Context: an optimization exercise on an open-source flow, tuned for small area. The choices shown serve that exercise and are no tape-out recipe.
Function not checked in this run: the RTL went through the layout flow alone.
Power and IR drop assume default switching activity.

`flow/config.mk`:
```
export PLATFORM = sky130hd
export DESIGN_NAME = cis_ecc
export DESIGN_NICKNAME = cis_ecc
export VERILOG_FILES = /design/flow/design.v
export SDC_FILE = /design/flow/constraint.sdc
export NUM_CORES = 4
export LEC_CHECK = 0
export CAP_MARGIN = 20
export CORE_MARGIN = 2
export CORE_UTILIZATION = 40
export SLEW_MARGIN = 20
```
`flow/constraint.sdc`:
```
create_clock -name core_clock -period 5.5 [get_ports {clk}]
set_input_delay 1.1000 -clock core_clock [delete_from_list [all_inputs] [get_ports {clk}]]
set_output_delay 1.1000 -clock core_clock [all_outputs]
set_load 0.01 [all_outputs]
```
`flow/design.v`:
```
module cis_ecc (
    input  wire        clk,
    input  wire        rst_n,
    input  wire        wr_valid,
    input  wire [63:0] wr_data,
    input  wire        wr_poison,
    input  wire [15:0] wr_inj,
    output wire         wc_valid,
    output wire  [15:0] wc_check,
    input  wire        rd_valid,
    input  wire [63:0] rd_data,
    input  wire [15:0] rd_check,
    output reg          rr_valid,
    output wire  [63:0] rr_data,
    output wire         rr_ce,
    output wire         rr_ue,
    output wire  [4:0]  rr_sym
);
    wire we_0 = wr_data[50] ^ wr_data[54];
    wire we_1 = wr_data[23] ^ wr_data[39];
    wire we_2 = wr_data[22] ^ wr_data[38];
    wire we_3 = wr_data[17] ^ wr_data[21];
    wire we_4 = wr_data[15] ^ wr_data[55];
    wire we_5 = wr_data[13] ^ wr_data[53];
    wire we_6 = wr_data[48] ^ wr_data[52];
    wire we_7 = wr_data[18] ^ we_2;
    wire we_8 = wr_data[16] ^ wr_data[20];
    wire we_9 = wr_data[9] ^ we_5;
    wire we_10 = wr_data[14] ^ we_0;
    wire we_11 = wr_data[6] ^ wr_data[34];
    wire we_12 = wr_data[5] ^ wr_data[49];
    wire we_13 = wr_data[0] ^ wr_data[36];
    wire we_14 = wr_data[47] ^ wr_data[62];
    wire we_15 = wr_data[12] ^ we_1;
    wire we_16 = wr_data[51] ^ we_4;
    wire we_17 = wr_data[32] ^ we_6;
    wire we_18 = wr_data[37] ^ we_3;
    wire we_19 = wr_data[2] ^ we_7;
    wire we_20 = wr_data[11] ^ wr_data[27];
    wire we_21 = wr_data[4] ^ wr_data[58];
    wire we_22 = wr_data[46] ^ wr_data[61];
    wire we_23 = wr_data[19] ^ wr_data[63];
    wire we_24 = we_8 ^ we_22;
    wire we_25 = wr_data[1] ^ we_14;
    wire we_26 = wr_data[33] ^ we_12;
    wire we_27 = wr_data[57] ^ we_9;
    wire we_28 = wr_data[10] ^ we_10;
    wire we_29 = wr_data[8] ^ wr_data[45];
    wire we_30 = wr_data[7] ^ wr_data[35];
    wire we_31 = wr_data[28] ^ wr_data[60];
    wire we_32 = wr_data[43] ^ we_20;
    wire we_33 = wr_data[59] ^ we_26;
    wire we_34 = we_13 ^ we_17;
    wire we_35 = wr_data[30] ^ we_19;
    wire we_36 = we_15 ^ we_33;
    wire we_37 = wr_data[40] ^ wr_data[44];
    wire we_38 = wr_data[3] ^ wr_data[25];
    wire we_39 = wr_data[26] ^ wr_data[42];
    wire we_40 = wr_data[29] ^ we_23;
    wire we_41 = wr_data[49] ^ we_21;
    wire we_42 = wr_data[41] ^ we_29;
    wire we_43 = wr_data[31] ^ we_1;
    wire we_44 = we_18 ^ we_25;
    wire we_45 = we_11 ^ we_16;
    wire we_46 = we_24 ^ we_31;
    wire we_47 = we_18 ^ we_27;
    wire we_48 = wr_data[11] ^ wr_data[56];
    wire we_49 = wr_data[4] ^ wr_data[56];
    wire we_50 = wr_data[13] ^ wr_data[28];
    wire we_51 = wr_data[24] ^ wr_data[63];
    wire we_52 = wr_data[6] ^ wr_data[44];
    wire we_53 = wr_data[27] ^ wr_data[38];
    wire we_54 = wr_data[29] ^ wr_data[45];
    wire we_55 = wr_data[35] ^ wr_data[47];
    wire we_56 = wr_data[14] ^ wr_data[54];
    wire we_57 = we_13 ^ we_53;
    wire we_58 = wr_data[24] ^ we_49;
    wire we_59 = wr_data[0] ^ we_48;
    wire we_60 = we_30 ^ we_38;
    wire we_61 = we_0 ^ we_50;
    wire we_62 = wr_data[19] ^ we_4;
    wire we_63 = we_24 ^ we_39;
    wire we_64 = wr_data[59] ^ we_16;
    wire we_65 = we_32 ^ we_51;
    wire we_66 = wr_data[60] ^ we_60;
    wire we_67 = we_41 ^ we_55;
    wire we_68 = we_40 ^ we_61;
    wire we_69 = wr_data[3] ^ we_43;
    wire we_70 = we_6 ^ we_42;
    wire we_71 = we_8 ^ we_58;
    wire we_72 = we_3 ^ we_25;
    wire we_73 = wr_data[21] ^ we_17;
    wire we_74 = we_15 ^ we_65;
    wire we_75 = we_28 ^ we_44;
    wire we_76 = we_46 ^ we_52;
    wire we_77 = we_7 ^ we_34;
    wire we_78 = we_9 ^ we_63;
    wire we_79 = we_11 ^ we_35;
    wire we_80 = wr_data[53] ^ we_36;
    wire we_81 = wr_data[8] ^ wr_data[12];
    wire we_82 = we_31 ^ we_37;
    wire we_83 = we_81 ^ we_82;
    wire we_84 = we_71 ^ we_34;
    wire we_85 = we_83 ^ we_84;
    wire we_86 = wr_data[1] ^ wr_data[25];
    wire we_87 = wr_data[41] ^ wr_data[61];
    wire we_88 = we_54 ^ we_86;
    wire we_89 = we_87 ^ we_26;
    wire we_90 = we_88 ^ we_89;
    wire we_91 = we_47 ^ we_90;
    wire we_92 = wr_data[46] ^ wr_data[58];
    wire we_93 = wr_data[62] ^ we_39;
    wire we_94 = we_92 ^ we_93;
    wire we_95 = we_28 ^ we_94;
    wire we_96 = we_95 ^ we_79;
    wire we_97 = wr_data[47] ^ we_23;
    wire we_98 = we_30 ^ we_32;
    wire we_99 = we_97 ^ we_64;
    wire we_100 = we_69 ^ we_98;
    wire we_101 = we_99 ^ we_100;
    wire we_102 = wr_data[36] ^ wr_data[42];
    wire we_103 = we_12 ^ we_20;
    wire we_104 = we_102 ^ we_103;
    wire we_105 = we_68 ^ we_70;
    wire we_106 = we_71 ^ we_19;
    wire we_107 = we_45 ^ we_104;
    wire we_108 = we_105 ^ we_106;
    wire we_109 = we_107 ^ we_108;
    wire we_110 = wr_data[15] ^ wr_data[16];
    wire we_111 = wr_data[34] ^ wr_data[46];
    wire we_112 = we_56 ^ we_110;
    wire we_113 = we_111 ^ we_112;
    wire we_114 = we_66 ^ we_70;
    wire we_115 = we_113 ^ we_74;
    wire we_116 = we_35 ^ we_47;
    wire we_117 = we_114 ^ we_115;
    wire we_118 = we_116 ^ we_117;
    wire we_119 = wr_data[10] ^ wr_data[17];
    wire we_120 = wr_data[40] ^ we_38;
    wire we_121 = we_56 ^ we_119;
    wire we_122 = we_43 ^ we_62;
    wire we_123 = we_120 ^ we_121;
    wire we_124 = we_67 ^ we_122;
    wire we_125 = we_123 ^ we_78;
    wire we_126 = we_77 ^ we_124;
    wire we_127 = we_125 ^ we_126;
    wire we_128 = wr_data[4] ^ wr_data[18];
    wire we_129 = wr_data[26] ^ wr_data[28];
    wire we_130 = wr_data[41] ^ wr_data[48];
    wire we_131 = we_37 ^ we_128;
    wire we_132 = we_129 ^ we_130;
    wire we_133 = we_32 ^ we_62;
    wire we_134 = we_131 ^ we_132;
    wire we_135 = we_133 ^ we_134;
    wire we_136 = we_75 ^ we_135;
    wire we_137 = we_80 ^ we_136;
    wire we_138 = wr_data[16] ^ wr_data[23];
    wire we_139 = wr_data[43] ^ wr_data[48];
    wire we_140 = we_30 ^ we_138;
    wire we_141 = we_139 ^ we_57;
    wire we_142 = we_140 ^ we_72;
    wire we_143 = we_27 ^ we_28;
    wire we_144 = we_45 ^ we_141;
    wire we_145 = we_142 ^ we_143;
    wire we_146 = we_144 ^ we_145;
    wire we_147 = wr_data[20] ^ wr_data[37];
    wire we_148 = wr_data[50] ^ we_11;
    wire we_149 = we_14 ^ we_37;
    wire we_150 = we_147 ^ we_41;
    wire we_151 = we_148 ^ we_149;
    wire we_152 = we_73 ^ we_19;
    wire we_153 = we_27 ^ we_150;
    wire we_154 = we_151 ^ we_74;
    wire we_155 = we_152 ^ we_153;
    wire we_156 = we_154 ^ we_155;
    wire we_157 = wr_data[36] ^ wr_data[51];
    wire we_158 = we_2 ^ we_5;
    wire we_159 = we_21 ^ we_23;
    wire we_160 = we_157 ^ we_42;
    wire we_161 = we_158 ^ we_159;
    wire we_162 = we_66 ^ we_73;
    wire we_163 = we_28 ^ we_160;
    wire we_164 = we_161 ^ we_36;
    wire we_165 = we_162 ^ we_163;
    wire we_166 = we_164 ^ we_165;
    wire we_167 = wr_data[8] ^ wr_data[22];
    wire we_168 = wr_data[37] ^ wr_data[52];
    wire we_169 = we_167 ^ we_168;
    wire we_170 = we_10 ^ we_59;
    wire we_171 = we_169 ^ we_45;
    wire we_172 = we_170 ^ we_78;
    wire we_173 = we_36 ^ we_171;
    wire we_174 = we_172 ^ we_173;
    wire we_175 = wr_data[7] ^ wr_data[26];
    wire we_176 = wr_data[33] ^ wr_data[57];
    wire we_177 = wr_data[61] ^ we_29;
    wire we_178 = we_175 ^ we_176;
    wire we_179 = we_177 ^ we_178;
    wire we_180 = we_68 ^ we_69;
    wire we_181 = we_72 ^ we_34;
    wire we_182 = we_179 ^ we_180;
    wire we_183 = we_181 ^ we_79;
    wire we_184 = we_182 ^ we_183;
    wire we_185 = wr_data[26] ^ wr_data[45];
    wire we_186 = wr_data[51] ^ wr_data[55];
    wire we_187 = we_185 ^ we_186;
    wire we_188 = we_10 ^ we_57;
    wire we_189 = we_187 ^ we_67;
    wire we_190 = we_188 ^ we_76;
    wire we_191 = we_47 ^ we_189;
    wire we_192 = we_190 ^ we_191;
    wire we_193 = wr_data[5] ^ wr_data[7];
    wire we_194 = wr_data[24] ^ wr_data[27];
    wire we_195 = wr_data[39] ^ we_21;
    wire we_196 = we_54 ^ we_193;
    wire we_197 = we_194 ^ we_195;
    wire we_198 = we_196 ^ we_64;
    wire we_199 = we_46 ^ we_197;
    wire we_200 = we_75 ^ we_77;
    wire we_201 = we_198 ^ we_199;
    wire we_202 = we_200 ^ we_201;
    wire we_203 = wr_data[25] ^ wr_data[32];
    wire we_204 = we_203 ^ we_16;
    wire we_205 = we_40 ^ we_59;
    wire we_206 = we_44 ^ we_204;
    wire we_207 = we_205 ^ we_76;
    wire we_208 = we_35 ^ we_206;
    wire we_209 = we_80 ^ we_207;
    wire we_210 = we_208 ^ we_209;
    wire [15:0] w_enc = {we_210, we_202, we_192, we_184, we_174, we_166, we_156, we_146, we_137, we_127, we_118, we_109, we_101, we_96, we_91, we_85};
    wire [15:0] w_chk = w_enc ^ wr_inj ^ {11'd0, wr_poison, 3'd0, wr_poison};
    assign wc_valid = wr_valid & rst_n;
    assign wc_check = w_chk;
    wire rs_0 = rd_data[50] ^ rd_data[54];
    wire rs_1 = rd_data[23] ^ rd_data[39];
    wire rs_2 = rd_data[22] ^ rd_data[38];
    wire rs_3 = rd_data[17] ^ rd_data[21];
    wire rs_4 = rd_data[15] ^ rd_data[55];
    wire rs_5 = rd_data[13] ^ rd_data[53];
    wire rs_6 = rd_data[48] ^ rd_data[52];
    wire rs_7 = rd_data[18] ^ rs_2;
    wire rs_8 = rd_data[16] ^ rd_data[20];
    wire rs_9 = rd_data[9] ^ rs_5;
    wire rs_10 = rd_data[14] ^ rs_0;
    wire rs_11 = rd_data[6] ^ rd_data[34];
    wire rs_12 = rd_data[5] ^ rd_data[49];
    wire rs_13 = rd_data[0] ^ rd_data[36];
    wire rs_14 = rd_data[47] ^ rd_data[62];
    wire rs_15 = rd_data[12] ^ rs_1;
    wire rs_16 = rd_data[51] ^ rs_4;
    wire rs_17 = rd_data[32] ^ rs_6;
    wire rs_18 = rd_data[37] ^ rs_3;
    wire rs_19 = rd_data[2] ^ rs_7;
    wire rs_20 = rd_data[11] ^ rd_data[27];
    wire rs_21 = rd_data[4] ^ rd_data[58];
    wire rs_22 = rd_data[46] ^ rd_data[61];
    wire rs_23 = rd_data[19] ^ rd_data[63];
    wire rs_24 = rs_8 ^ rs_22;
    wire rs_25 = rd_data[1] ^ rs_14;
    wire rs_26 = rd_data[33] ^ rs_12;
    wire rs_27 = rd_data[57] ^ rs_9;
    wire rs_28 = rd_data[10] ^ rs_10;
    wire rs_29 = rd_data[8] ^ rd_data[45];
    wire rs_30 = rd_data[7] ^ rd_data[35];
    wire rs_31 = rd_data[28] ^ rd_data[60];
    wire rs_32 = rd_data[43] ^ rs_20;
    wire rs_33 = rd_data[59] ^ rs_26;
    wire rs_34 = rs_13 ^ rs_17;
    wire rs_35 = rd_data[30] ^ rs_19;
    wire rs_36 = rs_15 ^ rs_33;
    wire rs_37 = rd_data[40] ^ rd_data[44];
    wire rs_38 = rd_data[3] ^ rd_data[25];
    wire rs_39 = rd_data[26] ^ rd_data[42];
    wire rs_40 = rd_data[29] ^ rs_23;
    wire rs_41 = rd_data[49] ^ rs_21;
    wire rs_42 = rd_data[41] ^ rs_29;
    wire rs_43 = rd_data[31] ^ rs_1;
    wire rs_44 = rs_18 ^ rs_25;
    wire rs_45 = rs_11 ^ rs_16;
    wire rs_46 = rs_24 ^ rs_31;
    wire rs_47 = rs_18 ^ rs_27;
    wire rs_48 = rd_data[11] ^ rd_data[56];
    wire rs_49 = rd_data[4] ^ rd_data[56];
    wire rs_50 = rd_data[13] ^ rd_data[28];
    wire rs_51 = rd_data[24] ^ rd_data[63];
    wire rs_52 = rd_data[6] ^ rd_data[44];
    wire rs_53 = rd_data[27] ^ rd_data[38];
    wire rs_54 = rd_data[29] ^ rd_data[45];
    wire rs_55 = rd_data[35] ^ rd_data[47];
    wire rs_56 = rd_data[14] ^ rd_data[54];
    wire rs_57 = rs_13 ^ rs_53;
    wire rs_58 = rd_data[24] ^ rs_49;
    wire rs_59 = rd_data[0] ^ rs_48;
    wire rs_60 = rs_30 ^ rs_38;
    wire rs_61 = rs_0 ^ rs_50;
    wire rs_62 = rd_data[19] ^ rs_4;
    wire rs_63 = rs_24 ^ rs_39;
    wire rs_64 = rd_data[59] ^ rs_16;
    wire rs_65 = rs_32 ^ rs_51;
    wire rs_66 = rd_data[60] ^ rs_60;
    wire rs_67 = rs_41 ^ rs_55;
    wire rs_68 = rs_40 ^ rs_61;
    wire rs_69 = rd_data[3] ^ rs_43;
    wire rs_70 = rs_6 ^ rs_42;
    wire rs_71 = rs_8 ^ rs_58;
    wire rs_72 = rs_3 ^ rs_25;
    wire rs_73 = rd_data[21] ^ rs_17;
    wire rs_74 = rs_15 ^ rs_65;
    wire rs_75 = rs_28 ^ rs_44;
    wire rs_76 = rs_46 ^ rs_52;
    wire rs_77 = rs_7 ^ rs_34;
    wire rs_78 = rs_9 ^ rs_63;
    wire rs_79 = rs_11 ^ rs_35;
    wire rs_80 = rd_data[53] ^ rs_36;
    wire rs_81 = rd_check[0] ^ rd_data[8];
    wire rs_82 = rd_data[12] ^ rs_31;
    wire rs_83 = rs_37 ^ rs_81;
    wire rs_84 = rs_82 ^ rs_83;
    wire rs_85 = rs_71 ^ rs_34;
    wire rs_86 = rs_84 ^ rs_85;
    wire rs_87 = rd_data[1] ^ rd_check[1];
    wire rs_88 = rd_data[25] ^ rd_data[41];
    wire rs_89 = rd_data[61] ^ rs_54;
    wire rs_90 = rs_87 ^ rs_88;
    wire rs_91 = rs_26 ^ rs_89;
    wire rs_92 = rs_90 ^ rs_91;
    wire rs_93 = rs_47 ^ rs_92;
    wire rs_94 = rd_check[2] ^ rd_data[46];
    wire rs_95 = rd_data[58] ^ rd_data[62];
    wire rs_96 = rs_39 ^ rs_94;
    wire rs_97 = rs_95 ^ rs_96;
    wire rs_98 = rs_28 ^ rs_97;
    wire rs_99 = rs_98 ^ rs_79;
    wire rs_100 = rd_check[3] ^ rd_data[47];
    wire rs_101 = rs_23 ^ rs_30;
    wire rs_102 = rs_100 ^ rs_32;
    wire rs_103 = rs_101 ^ rs_64;
    wire rs_104 = rs_69 ^ rs_102;
    wire rs_105 = rs_103 ^ rs_104;
    wire rs_106 = rd_data[36] ^ rd_data[42];
    wire rs_107 = rd_check[4] ^ rs_12;
    wire rs_108 = rs_20 ^ rs_106;
    wire rs_109 = rs_107 ^ rs_108;
    wire rs_110 = rs_68 ^ rs_70;
    wire rs_111 = rs_71 ^ rs_19;
    wire rs_112 = rs_45 ^ rs_109;
    wire rs_113 = rs_110 ^ rs_111;
    wire rs_114 = rs_112 ^ rs_113;
    wire rs_115 = rd_data[15] ^ rd_data[16];
    wire rs_116 = rd_data[34] ^ rd_data[46];
    wire rs_117 = rd_check[5] ^ rs_56;
    wire rs_118 = rs_115 ^ rs_116;
    wire rs_119 = rs_117 ^ rs_118;
    wire rs_120 = rs_66 ^ rs_70;
    wire rs_121 = rs_119 ^ rs_74;
    wire rs_122 = rs_35 ^ rs_47;
    wire rs_123 = rs_120 ^ rs_121;
    wire rs_124 = rs_122 ^ rs_123;
    wire rs_125 = rd_data[10] ^ rd_data[17];
    wire rs_126 = rd_data[40] ^ rd_check[6];
    wire rs_127 = rs_56 ^ rs_38;
    wire rs_128 = rs_125 ^ rs_126;
    wire rs_129 = rs_62 ^ rs_43;
    wire rs_130 = rs_127 ^ rs_128;
    wire rs_131 = rs_67 ^ rs_129;
    wire rs_132 = rs_130 ^ rs_77;
    wire rs_133 = rs_78 ^ rs_131;
    wire rs_134 = rs_132 ^ rs_133;
    wire rs_135 = rd_data[4] ^ rd_data[18];
    wire rs_136 = rd_data[26] ^ rd_data[28];
    wire rs_137 = rd_data[41] ^ rd_data[48];
    wire rs_138 = rd_check[7] ^ rs_37;
    wire rs_139 = rs_135 ^ rs_136;
    wire rs_140 = rs_137 ^ rs_62;
    wire rs_141 = rs_32 ^ rs_138;
    wire rs_142 = rs_139 ^ rs_140;
    wire rs_143 = rs_141 ^ rs_75;
    wire rs_144 = rs_142 ^ rs_80;
    wire rs_145 = rs_143 ^ rs_144;
    wire rs_146 = rd_data[16] ^ rd_data[23];
    wire rs_147 = rd_data[43] ^ rd_data[48];
    wire rs_148 = rd_check[8] ^ rs_30;
    wire rs_149 = rs_146 ^ rs_147;
    wire rs_150 = rs_57 ^ rs_148;
    wire rs_151 = rs_149 ^ rs_72;
    wire rs_152 = rs_27 ^ rs_28;
    wire rs_153 = rs_45 ^ rs_150;
    wire rs_154 = rs_151 ^ rs_152;
    wire rs_155 = rs_153 ^ rs_154;
    wire rs_156 = rd_data[20] ^ rd_data[37];
    wire rs_157 = rd_data[50] ^ rd_check[9];
    wire rs_158 = rs_11 ^ rs_14;
    wire rs_159 = rs_37 ^ rs_156;
    wire rs_160 = rs_157 ^ rs_41;
    wire rs_161 = rs_158 ^ rs_159;
    wire rs_162 = rs_73 ^ rs_19;
    wire rs_163 = rs_27 ^ rs_160;
    wire rs_164 = rs_161 ^ rs_74;
    wire rs_165 = rs_162 ^ rs_163;
    wire rs_166 = rs_164 ^ rs_165;
    wire rs_167 = rd_data[36] ^ rd_data[51];
    wire rs_168 = rd_check[10] ^ rs_2;
    wire rs_169 = rs_5 ^ rs_21;
    wire rs_170 = rs_23 ^ rs_167;
    wire rs_171 = rs_42 ^ rs_168;
    wire rs_172 = rs_169 ^ rs_170;
    wire rs_173 = rs_66 ^ rs_73;
    wire rs_174 = rs_28 ^ rs_171;
    wire rs_175 = rs_172 ^ rs_36;
    wire rs_176 = rs_173 ^ rs_174;
    wire rs_177 = rs_175 ^ rs_176;
    wire rs_178 = rd_data[8] ^ rd_data[22];
    wire rs_179 = rd_data[37] ^ rd_data[52];
    wire rs_180 = rd_check[11] ^ rs_178;
    wire rs_181 = rs_179 ^ rs_59;
    wire rs_182 = rs_10 ^ rs_180;
    wire rs_183 = rs_45 ^ rs_181;
    wire rs_184 = rs_182 ^ rs_78;
    wire rs_185 = rs_36 ^ rs_183;
    wire rs_186 = rs_184 ^ rs_185;
    wire rs_187 = rd_data[7] ^ rd_data[26];
    wire rs_188 = rd_data[33] ^ rd_data[57];
    wire rs_189 = rd_data[61] ^ rd_check[12];
    wire rs_190 = rs_29 ^ rs_187;
    wire rs_191 = rs_188 ^ rs_189;
    wire rs_192 = rs_190 ^ rs_191;
    wire rs_193 = rs_68 ^ rs_69;
    wire rs_194 = rs_72 ^ rs_34;
    wire rs_195 = rs_192 ^ rs_193;
    wire rs_196 = rs_194 ^ rs_79;
    wire rs_197 = rs_195 ^ rs_196;
    wire rs_198 = rd_data[26] ^ rd_data[45];
    wire rs_199 = rd_data[51] ^ rd_data[55];
    wire rs_200 = rd_check[13] ^ rs_198;
    wire rs_201 = rs_199 ^ rs_57;
    wire rs_202 = rs_10 ^ rs_200;
    wire rs_203 = rs_67 ^ rs_201;
    wire rs_204 = rs_202 ^ rs_76;
    wire rs_205 = rs_47 ^ rs_203;
    wire rs_206 = rs_204 ^ rs_205;
    wire rs_207 = rd_data[5] ^ rd_data[7];
    wire rs_208 = rd_data[24] ^ rd_data[27];
    wire rs_209 = rd_data[39] ^ rd_check[14];
    wire rs_210 = rs_54 ^ rs_21;
    wire rs_211 = rs_207 ^ rs_208;
    wire rs_212 = rs_209 ^ rs_210;
    wire rs_213 = rs_211 ^ rs_64;
    wire rs_214 = rs_46 ^ rs_212;
    wire rs_215 = rs_75 ^ rs_77;
    wire rs_216 = rs_213 ^ rs_214;
    wire rs_217 = rs_215 ^ rs_216;
    wire rs_218 = rd_data[25] ^ rd_data[32];
    wire rs_219 = rd_check[15] ^ rs_218;
    wire rs_220 = rs_59 ^ rs_16;
    wire rs_221 = rs_40 ^ rs_219;
    wire rs_222 = rs_44 ^ rs_220;
    wire rs_223 = rs_221 ^ rs_76;
    wire rs_224 = rs_35 ^ rs_222;
    wire rs_225 = rs_80 ^ rs_223;
    wire rs_226 = rs_224 ^ rs_225;
    wire [15:0] syn_in = {rs_226, rs_217, rs_206, rs_197, rs_186, rs_177, rs_166, rs_155, rs_145, rs_134, rs_124, rs_114, rs_105, rs_99, rs_93, rs_86};
    wire [3:0] a0 = syn_in[3:0], a1 = syn_in[7:4], a2 = syn_in[11:8], a3 = syn_in[15:12];
    wire a0i_0 = (a0 == 4'd1) | (a0 == 4'd2) | (a0 == 4'd4) | (a0 == 4'd5) | (a0 == 4'd6) | (a0 == 4'd8) | (a0 == 4'd11) | (a0 == 4'd14);
    wire a0i_1 = (a0 == 4'd3) | (a0 == 4'd5) | (a0 == 4'd6) | (a0 == 4'd7) | (a0 == 4'd8) | (a0 == 4'd9) | (a0 == 4'd12) | (a0 == 4'd14);
    wire a0i_2 = (a0 == 4'd3) | (a0 == 4'd4) | (a0 == 4'd6) | (a0 == 4'd7) | (a0 == 4'd8) | (a0 == 4'd10) | (a0 == 4'd11) | (a0 == 4'd13);
    wire a0i_3 = (a0 == 4'd2) | (a0 == 4'd3) | (a0 == 4'd4) | (a0 == 4'd5) | (a0 == 4'd8) | (a0 == 4'd10) | (a0 == 4'd12) | (a0 == 4'd15);
    wire [3:0] a0i = {a0i_3, a0i_2, a0i_1, a0i_0};
    wire q0_0 = a0i[0];
    wire q1_0 = a0i[1];
    wire q2_0 = a0i[2];
    wire q3_0 = a0i[3];
    wire q0_1 = a0i[3];
    wire q1_1 = a0i[0] ^ a0i[3];
    wire q2_1 = a0i[1];
    wire q3_1 = a0i[2];
    wire q0_2 = a0i[2];
    wire q1_2 = a0i[2] ^ a0i[3];
    wire q2_2 = a0i[0] ^ a0i[3];
    wire q3_2 = a0i[1];
    wire q0_3 = a0i[1];
    wire q1_3 = a0i[1] ^ a0i[2];
    wire q2_3 = a0i[2] ^ a0i[3];
    wire q3_3 = a0i[0] ^ a0i[3];
    wire ri1_0 = (q0_0 & a1[0]) ^ (q0_1 & a1[1]) ^ (q0_2 & a1[2]) ^ (q0_3 & a1[3]);
    wire ri1_1 = (q1_0 & a1[0]) ^ (q1_1 & a1[1]) ^ (q1_2 & a1[2]) ^ (q1_3 & a1[3]);
    wire ri1_2 = (q2_0 & a1[0]) ^ (q2_1 & a1[1]) ^ (q2_2 & a1[2]) ^ (q2_3 & a1[3]);
    wire ri1_3 = (q3_0 & a1[0]) ^ (q3_1 & a1[1]) ^ (q3_2 & a1[2]) ^ (q3_3 & a1[3]);
    wire ri2_0 = (q0_0 & a2[0]) ^ (q0_1 & a2[1]) ^ (q0_2 & a2[2]) ^ (q0_3 & a2[3]);
    wire ri2_1 = (q1_0 & a2[0]) ^ (q1_1 & a2[1]) ^ (q1_2 & a2[2]) ^ (q1_3 & a2[3]);
    wire ri2_2 = (q2_0 & a2[0]) ^ (q2_1 & a2[1]) ^ (q2_2 & a2[2]) ^ (q2_3 & a2[3]);
    wire ri2_3 = (q3_0 & a2[0]) ^ (q3_1 & a2[1]) ^ (q3_2 & a2[2]) ^ (q3_3 & a2[3]);
    wire ri3_0 = (q0_0 & a3[0]) ^ (q0_1 & a3[1]) ^ (q0_2 & a3[2]) ^ (q0_3 & a3[3]);
    wire ri3_1 = (q1_0 & a3[0]) ^ (q1_1 & a3[1]) ^ (q1_2 & a3[2]) ^ (q1_3 & a3[3]);
    wire ri3_2 = (q2_0 & a3[0]) ^ (q2_1 & a3[1]) ^ (q2_2 & a3[2]) ^ (q2_3 & a3[3]);
    wire ri3_3 = (q3_0 & a3[0]) ^ (q3_1 & a3[1]) ^ (q3_2 & a3[2]) ^ (q3_3 & a3[3]);
    reg [3:0] s0, r1, r2, r3;
    reg nz1, nz2, nz3;
    reg [63:0] r1_data;
    always @(posedge clk) begin
        if (!rst_n) rr_valid <= 1'b0;
        else        rr_valid <= rd_valid;
        r1_data <= rd_data;
        s0  <= a0;
        r1  <= {ri1_3, ri1_2, ri1_1, ri1_0};
        r2  <= {ri2_3, ri2_2, ri2_1, ri2_0};
        r3  <= {ri3_3, ri3_2, ri3_1, ri3_0};
        nz1 <= |a1;
        nz2 <= |a2;
        nz3 <= |a3;
    end
    wire nz0 = |s0;
    wire m0 = nz0 & (r1 == 4'd4) & (r2 == 4'd9) & (r3 == 4'd15);
    wire m1 = nz0 & (r1 == 4'd13) & (r2 == 4'd6) & (r3 == 4'd6);
    wire m2 = nz0 & (r1 == 4'd3) & (r2 == 4'd12) & (r3 == 4'd1);
    wire m3 = nz0 & (r1 == 4'd10) & (r2 == 4'd14) & (r3 == 4'd8);
    wire m4 = nz0 & (r1 == 4'd7) & (r2 == 4'd9) & (r3 == 4'd14);
    wire m5 = nz0 & (r1 == 4'd5) & (r2 == 4'd10) & (r3 == 4'd14);
    wire m6 = nz0 & (r1 == 4'd3) & (r2 == 4'd2) & (r3 == 4'd4);
    wire m7 = nz0 & (r1 == 4'd9) & (r2 == 4'd0) & (r3 == 4'd15);
    wire m8 = nz0 & (r1 == 4'd4) & (r2 == 4'd6) & (r3 == 4'd13);
    wire m9 = nz0 & (r1 == 4'd5) & (r2 == 4'd5) & (r3 == 4'd7);
    wire m10 = nz0 & (r1 == 4'd12) & (r2 == 4'd2) & (r3 == 4'd0);
    wire m11 = nz0 & (r1 == 4'd8) & (r2 == 4'd2) & (r3 == 4'd10);
    wire m12 = nz0 & (r1 == 4'd15) & (r2 == 4'd7) & (r3 == 4'd5);
    wire m13 = nz0 & (r1 == 4'd7) & (r2 == 4'd14) & (r3 == 4'd5);
    wire m14 = nz0 & (r1 == 4'd1) & (r2 == 4'd8) & (r3 == 4'd8);
    wire m15 = nz0 & (r1 == 4'd2) & (r2 == 4'd4) & (r3 == 4'd14);
    wire m16 = nz0 & ~nz1 & ~nz2 & ~nz3;
    wire m17 = ~nz0 & nz1 & ~nz2 & ~nz3;
    wire m18 = ~nz0 & ~nz1 & nz2 & ~nz3;
    wire m19 = ~nz0 & ~nz1 & ~nz2 & nz3;
    wire [19:0] match = {m19, m18, m17, m16, m15, m14, m13, m12, m11, m10, m9, m8, m7, m6, m5, m4, m3, m2, m1, m0};
    wire ce = |match;
    wire ue = (nz0 | nz1 | nz2 | nz3) & ~ce;
    wire [4:0] sy;
    assign sy[0] = m1 | m3 | m5 | m7 | m9 | m11 | m13 | m15 | m17 | m19;
    assign sy[1] = m2 | m3 | m6 | m7 | m10 | m11 | m14 | m15 | m18 | m19;
    assign sy[2] = m4 | m5 | m6 | m7 | m12 | m13 | m14 | m15;
    assign sy[3] = m8 | m9 | m10 | m11 | m12 | m13 | m14 | m15;
    assign sy[4] = m16 | m17 | m18 | m19;
    wire [63:0] fix = {{4{m15}} & s0, {4{m14}} & s0, {4{m13}} & s0, {4{m12}} & s0, {4{m11}} & s0, {4{m10}} & s0, {4{m9}} & s0, {4{m8}} & s0, {4{m7}} & s0, {4{m6}} & s0, {4{m5}} & s0, {4{m4}} & s0, {4{m3}} & s0, {4{m2}} & s0, {4{m1}} & s0, {4{m0}} & s0};
    wire [63:0] cor = r1_data ^ fix;
    assign rr_data  = cor;
    assign rr_ce    = ce;
    assign rr_ue    = ue;
    assign rr_sym   = sy;
endmodule
```
`flow/flow/run.sh`:
```
#!/bin/bash
# The standard layout with two changes:
#  - synthesis is the standard flow's own script (synth_recipe.tcl, run unchanged), except
#    that its ABC mapping step uses flow/area.abc, an area-oriented mapping;
#  - buf_1 cells as the port buffers (the default pick is a larger, slower
#    delay buffer).
set -euo pipefail
work=$PWD
{
  echo "# synth_recipe.tcl with its abc call pointed at flow/area.abc"
  echo "proc abc {args} {"
  echo "  set i [lsearch -exact \$args -script]"
  echo "  if {\$i >= 0} { lset args [expr {\$i + 1}] $work/flow/area.abc }"
  echo "  yosys abc {*}\$args"
  echo "}"
  cat "$work/synth_recipe.tcl"
} > "$work/own_synth.tcl"
bash standard.sh "SYNTH_SCRIPT=$work/own_synth.tcl" \
  "BUFFER_PORTS_ARGS=-buffer_cell sky130_fd_sc_hd__buf_1" finish > standard_flow.log 2>&1
```
`flow/flow/area.abc`:
```
&get -n
&st
&synch2
&nf -R 1000 -p
&put
```
`flow/standard.sh`:
```
#!/bin/bash
# synth_recipe.tcl (not shown) runs the flow's synth.tcl, then flattens the netlist and writes it again
# the make line also repeats each setting of config.mk as NAME=value (left out here)
make -C /OpenROAD-flow-scripts/flow DESIGN_CONFIG=/design/flow/config.mk WORK_HOME=/design/flow/orfs CLKGATE_MAP_FILE= SYNTH_SCRIPT=/design/flow/synth_recipe.tcl "${@:-finish}"
```
==> reports/qor.csv <==
metric;value;unit
Initial Util;40.60;%
setup TNS;0;ns
crit start category;flip-flop;
Final Hold Viols;0;
Layout area overhead;21.87;%
total gr overflow;0;
# nets final;1347;
Least-Margin Pin Slew;0.9330;ns
combinational power share;73.6;%
Int Pwr;3.148;mW
CTS clock-pin slew for the worst setup and hold paths;0.07;ns
global-route wire length before repair;39230;µm
Clock Path Buffers;2;
Worst setup EP type;primary output;
Post-CTS Setup Inserts;0;
drt wl/cell;18.44;µm
Crit Path Category;reg -> out;
slew margin rel.;37.72;%
maximum fanout along the worst path;18;
worst-path cell chain;or4_1 -> nand4_1 -> and4b_1 -> nor4_1 -> nand2_1 -> or3_1 -> a21oi_1 -> buf_1;
initial antenna violation count;1;
most common cell after layout, fill and taps aside;xnor2_1;
Via-to-Cell Ratio;4.880;
synth warn;1;
H-tree depth;3;
core area;19330;µm²
Setup crit end;rr_ue;
FILL cells;1954;
Detailed Place HPWL;22320;µm
CTS tree;built;
via count;7086;
post-CTS sizing;0;
Netlist cell types;30;
fmax;204.5;MHz
Slew Limit Fails;0;
die area;20760;µm²
Critical Path RT;4.40;ns
leakage;3.031;nW
Area after DPL;9258;µm²
Final period util;88.93;%
Pwr per Cell Area;631.0;nW/µm²
sequential fraction of design power;16.3;%
clock period minus worst slack;4.891;ns
net switching power;2.888;mW
worst IR drop on VDD;0.3450;mV
Mapped Nets;1067;
Switching Share;47.84;%
sequential fraction of the synthesis area;21.42;%
Syn Area/Cell;8.703;µm²
Routability Congestion;0.9516;
RSZ-0062 raised after global routing;false;
# Max-Cap Violations;0;
cells after synthesis;902;
most frequent cells in the layout;456 x xnor2_1, 253 x buf_1, 108 x nand2_1, 92 x xor2_1, 84 x dfxtp_1;
pre-CTS setup slack;1.042;ns
status;finished clean;
Final Instance Area;9567;µm²
CTS hold repair buffers;0;
All-Layer GR Usage;25.38;%
CP Data Arrival Time;3.79;ns
number of synthesized register bits;84;
Util after Layout;49.48;%
Port Buf Inserts;253;
Root Driver;clkbuf_16;
Starting DRT DRC Count;576;
vias in the first global route;7104;
io pins;254;
Horiz. Die Dim;144.1;µm
Die Y;144.1;µm
Finish-stage setup viols;0;
share of cells above drive strength 1;2.949;%
Worst Hold Class;in -> reg;
CP startpoint;s0[2]$_DFF_P_;
post-route setup slack;0.6091;ns
slowest stage delay, CP;0.93;ns
row count;51;
CTS Sinks;84;
post-route ant nets;0;
clock share of power;10.1;%
TritonCTS buffer count;9;
# diodes;0;
drt drc;0;
largest net degree at the start of global routing;19;
final wirelength;26770;µm
Syn Std Cell Area;7850;µm²
drt first pass iters;5;
CP max stage cell;or4_1;
[cell usage after synthesis]
cell type  number  area, µm²
a21oi_1         6      30.03
a31o_1          2      17.52
and2_0          4      25.02
and3_1          5      31.28
and4b_1         1      10.01
clkinv_1        3      11.26
dfxtp_1        84       1682
mux2i_1         2      20.02
nand2_1       108      405.4
nand2b_1       16      100.1
nand3_1        11      55.05
nand3b_1        1      7.510
nand4_1         7      43.79
nand4b_1        1      8.760
nand4bb_1       1      11.26
nor2_1         28      105.1
nor2b_1         8      50.05
nor3_1         15      75.07
nor3b_1         2      15.01
nor4_1         22      137.6
nor4b_1         4      35.03
o21ai_0         3      15.01
o311ai_0        1      8.760
or2_0           5      31.28
or3_1           5      31.28
or4_1           6      45.04
or4b_1          2      20.02
xnor2_1       456       3994
xnor3_1         1      22.52
xor2_1         92      805.8
[state kept, by name (all words and copies together) (netlist names)]
| register | flops |
|---|---|
| r2 | 4 |
| rr_valid | 1 |
| nz2 | 1 |
| s0 | 4 |
| nz1 | 1 |
| r1_data | 64 |
| r3 | 4 |
| r1 | 4 |
| nz3 | 1 |
[area by class of cell]
class                      instances  area [µm²]  share of cell area (%)
clock buffer                      11       252.7                   2.642
clock inverter                     5       43.79                  0.4578
inverter                           3       11.26                  0.1177
multi-input combinational        815        6176                   64.56
sequential                        84        1682                   17.58
tap                              265       331.6                   3.466
timing repair buffer             269        1070                   11.18
[power by group through the flow]
stage          Sequential (mW)  Clock (mW)  Combinational (mW)
2_1_floorplan            0.898           0                3.51
3_3_place_gp             0.995           0                4.39
3_5_place_dp             0.990           0                4.43
4_1_cts                  0.975       0.622                4.45
5_1_grt                  0.997       0.645                4.87
6_report                 0.984       0.612                4.44
[worst max-delay path: cells and delay by family, from the launching register on]
| family | cells | cell delay, ns |
|---|---|---|
| AND/OR/NAND/NOR | 6 | 2.30 |
| flip-flops | 1 | 0.62 |
| AO/OA/AOI/OAI | 1 | 0.32 |
| buffers and inverters | 1 | 0.19 |
[how the worst min path moves through the flow]
stage          startpoint                  to  cells past startpoint
3_3_place_gp   rd_data[2]  r1_data[2]$_DFF_P_                      1
3_5_place_dp   rd_data[9]  r1_data[9]$_DFF_P_                      1
2_1_floorplan  rd_data[0]  r1_data[0]$_DFF_P_                      0
5_1_grt        rd_data[2]  r1_data[2]$_DFF_P_                      1
4_1_cts        rd_data[9]  r1_data[9]$_DFF_P_                      1
6_report       rd_data[9]  r1_data[9]$_DFF_P_                      1
[through the flow]
step                instances  hold WS [ns]  power, mW
finish                   1452        0.8934      6.036
global route             1452        0.8877      6.507
CTS                      1452        0.8887      6.046
detailed placement       1436         1.260      5.424
global placement         1436         1.264      5.390
floorplan                 902         1.128      4.408
[layer usage]
layer | vias to the layer above | track usage (%) | part of all wire, %
li1 | 3439 | - | -
met1 | 3270 | 30.48 | 41
met2 | 310 | 43.88 | 48
met3 | 67 | 5.728 | 7.4
met4 | 0 | 10.11 | 3.6
met5 | - | 0 | 0
[logic make-up (layout without fill, tap and decap cells)]
| family | Yosys count | count (layout) | share of synthesized area (%) |
|---|---|---|---|
| buffers and inverters | 3 | 288 | 0.1434 |
| multiplexers | 2 | 2 | 0.2550 |
| XOR/XNOR | 549 | 549 | 61.43 |
| flip-flops | 84 | 84 | 21.42 |
| AND/OR/NAND/NOR | 252 | 252 | 15.84 |
| AO/OA/AOI/OAI | 12 | 12 | 0.9085 |

-- what the ideal ports hide --
The flow's constraints put no driver on any port. The routed layout listed below was extracted and timed again, unchanged, in two steps. Step 1: set_driving_cell puts a clkbuf_16 on clk and a buf_2 on each other input, an assumption about the parent block. Step 2 also shifts input and output timing later by t, the mid clock arrival at the registers, as if the neighbouring blocks saw the same clock. Slacks: ideal / step 1 / step 2; pairs: ideal / step 1.
t, ns: 0.392
slack for setup (ns): 0.609 / 0.567 / 0.959
hold slack, ns: 0.893 / 0.878 / 1.270
latest minus earliest clock arrival (ns): 0.009 / 0.008
After both steps this run still meets setup and hold. The setup slack of this run moves by -0.042 ns with the drivers and by +0.350 ns with both steps.
